From an optimization exercise on the open Yosys and OpenROAD flow, aimed at small area, a short achievable clock period and few clock cycles per item; shortcuts taken in it are not production practice.
Only simulation tests tie the RTL to the original design; equivalence was not proved.

// crust_tag
module crust_tag (
    input  wire         clk,
    input  wire         rst,         
    input  wire         start,       
    input  wire [255:0] key,         
    input  wire [511:0] line,        
    input  wire [49:0]  addr,        
    input  wire [5:0]   kr,          
    output wire         ready,
    output reg          done,
    output wire [55:0]  tag
);
    localparam integer D    = 32;            
    localparam integer NDIG = 128 / D;       
    localparam integer LDIG = 2;             
    localparam [1:0] S_IDLE  = 2'd0,
                     S_AES_H = 2'd1,
                     S_GHASH = 2'd2,
                     S_AES_T = 2'd3;
    reg [1:0]   fsm;
    reg [3:0]   round;       
    reg [2:0]   blk;         
    reg [LDIG-1:0] dig;      
    reg [127:0] aes_st;      
    reg [127:0] rk_prev;     
    reg [127:0] rk_cur;      
    function [127:0] line_block(input [511:0] l, input [1:0] j);
        integer b;
        begin
            for (b = 0; b < 16; b = b + 1)
                line_block[127-8*b -: 8] = l[8*(16*j+b) +: 8];
        end
    endfunction
    wire [55:0]  a_bytes = {6'b0, addr};
    wire [127:0] blk_a;
    genvar gi;
    generate
        for (gi = 0; gi < 7; gi = gi + 1) begin : g_ablk
            assign blk_a[127-8*gi -: 8] = a_bytes[8*gi +: 8];
        end
    endgenerate
    assign blk_a[71:64] = {2'b00, kr};
    assign blk_a[63:0]  = 64'h0;
    reg [127:0] next_block;
    always @(*) begin
        case (blk)
            3'd0:    next_block = line_block(line, 2'd1);
            3'd1:    next_block = line_block(line, 2'd2);
            3'd2:    next_block = line_block(line, 2'd3);
            default: next_block = blk_a;
        endcase
    end
    function [7:0] rcon_of(input [3:0] r);
        case (r)
  ...
Settings: LEC_CHECK=0, CAP_MARGIN=20, CORE_MARGIN=2, CORE_UTILIZATION=25, PLACE_DENSITY=0.4, SETUP_SLACK_MARGIN=4, SLEW_MARGIN=20; clock period 10.0 ns.
standard.sh (not shown) runs the stock make flow with config.mk's settings and CLKGATE_MAP_FILE= SYNTH_SCRIPT=/design/flow/synth_recipe.tcl, a recipe that flattens the netlist after the stock synthesis.
==> flow/flow/run.sh <==
#!/bin/bash
# The standard ORFS layout with one change: Yosys's ABC maps the
# combinational logic with an area-oriented script (flow/abc_map.script)
# instead of ORFS's speed script. The synthesis otherwise runs unchanged
# (same synth.tcl, registers and names), and every later step is the
# standard flow; timing is then fixed by the flow's own repair.
set -euo pipefail
W=$(pwd)
rm -rf "$W/scripts"
cp -r "$FLOW_HOME/scripts" "$W/scripts"
cp "$W/flow/abc_map.script" "$W/scripts/abc_speed.script"
bash standard.sh synth SCRIPTS_DIR="$W/scripts" > "$W/synth.log" 2>&1
bash standard.sh finish SCRIPTS_DIR="$W/scripts" > "$W/layout.log" 2>&1
test -f "$W/out/final.def"
==> flow/flow/abc_map.script <==
strash
&get -n
&dch
&nf -R 1000
&put
topo
Testbench counts at the start, summed over its fixed seeds: cycles 18,816, items 384.
Change:
--- a/flow/config.mk
+++ b/flow/config.mk
@@ -9,4 +9,4 @@
 export CORE_MARGIN = 2
-export CORE_UTILIZATION = 25
-export PLACE_DENSITY = 0.4
+export CORE_UTILIZATION = 30
+export PLACE_DENSITY = 0.5
 export SETUP_SLACK_MARGIN = 4
The new run finished clean.
Synthesized cell count does not change.
Register-to-register slack hardly moves.
Global-route usage grows by 5.1 points.
Wire length shrinks by a few percent.
Die area shrinks by about a fifth.
Fmax stays flat.
Cell area shrinks slightly.
Change:
--- a/flow/config.mk
+++ b/flow/config.mk
@@ -9,5 +9,5 @@
 export CORE_MARGIN = 2
-export CORE_UTILIZATION = 30
-export PLACE_DENSITY = 0.5
-export SETUP_SLACK_MARGIN = 4
+export CORE_UTILIZATION = 25
+export PLACE_DENSITY = 0.4
+export SETUP_SLACK_MARGIN = 3.5
 export SLEW_MARGIN = 20
The new run finished with timing, DRC and antenna clean.
Area after synthesis is unchanged.
Worst hold slack improved by 0.0078 ns.
Final area fell by 6.8%.
Change:
--- a/flow/config.mk
+++ b/flow/config.mk
@@ -11,3 +11,3 @@
 export PLACE_DENSITY = 0.4
-export SETUP_SLACK_MARGIN = 3.5
+export SETUP_SLACK_MARGIN = 3
 export SLEW_MARGIN = 20
Effect: Design area drops by a few percent; routed wire length drops by a few percent; worst setup slack degrades by 0.38 ns; area after synthesis does not change; utilization drops by 1.7 points; synthesized cell count stays the same; via count drops slightly; non-clock buffer count drops by 196; die area is unchanged.
Change:
--- a/flow/config.mk
+++ b/flow/config.mk
@@ -7,3 +7,3 @@
 export LEC_CHECK = 0
-export CAP_MARGIN = 20
+export CAP_MARGIN = 10
 export CORE_MARGIN = 2
@@ -11,3 +11,3 @@
 export PLACE_DENSITY = 0.4
-export SETUP_SLACK_MARGIN = 3
-export SLEW_MARGIN = 20
+export SETUP_SLACK_MARGIN = 4
+export SLEW_MARGIN = 10
With this change the flow reached the layout checks and failed them: capacitance limit, slew limit.
Worst setup slack improved by 0.84 ns.
Routed wire length increases slightly.
Global-route usage increases by 0.16 points.
Synthesized area is unchanged.
Final area increases by about a fifth.
Fmax increases by roughly a tenth.
Worst hold slack barely changes.
Register-to-register slack improved by 0.84 ns.

==> what the ideal ports hide <==
Ports are ideal in the flow. The routed layouts listed here were re-timed in OpenROAD.
Step 1 (the two cells are an assumption about what drives the block):
set clk [get_ports {clk}]
set_driving_cell -lib_cell sky130_fd_sc_hd__clkbuf_16 $clk
set_driving_cell -lib_cell sky130_fd_sc_hd__buf_2 [delete_from_list [all_inputs] $clk]
Step 2 moves the port delays by t, midway between the first and last clock arrival at a register: inputs arrive t later, outputs are due t later. That takes back most of the time a late clock gives input paths.
a / b / c = ideal / step 1 / step 2; a / b = the first two.
run	shift t [ns]	slack for setup (ns)	slew at the worst register clock pin (ns)	worst slew at a driven data input, ns	cell pins on the clock port's net
the first run	0.808	3.691 / 3.691 / 3.691	0.07 / 0.07	0.33	1
the second run	0.862	3.688 / 3.688 / 3.688	0.09 / 0.09	0.22	1
the third run	0.809	3.283 / 3.283 / 3.283	0.07 / 0.07	0.24	1
the fourth run	0.814	2.900 / 2.900 / 2.900	0.09 / 0.09	0.23	1
the fifth run	0.804	3.742 / 3.742 / 3.742	0.07 / 0.07	0.34	1
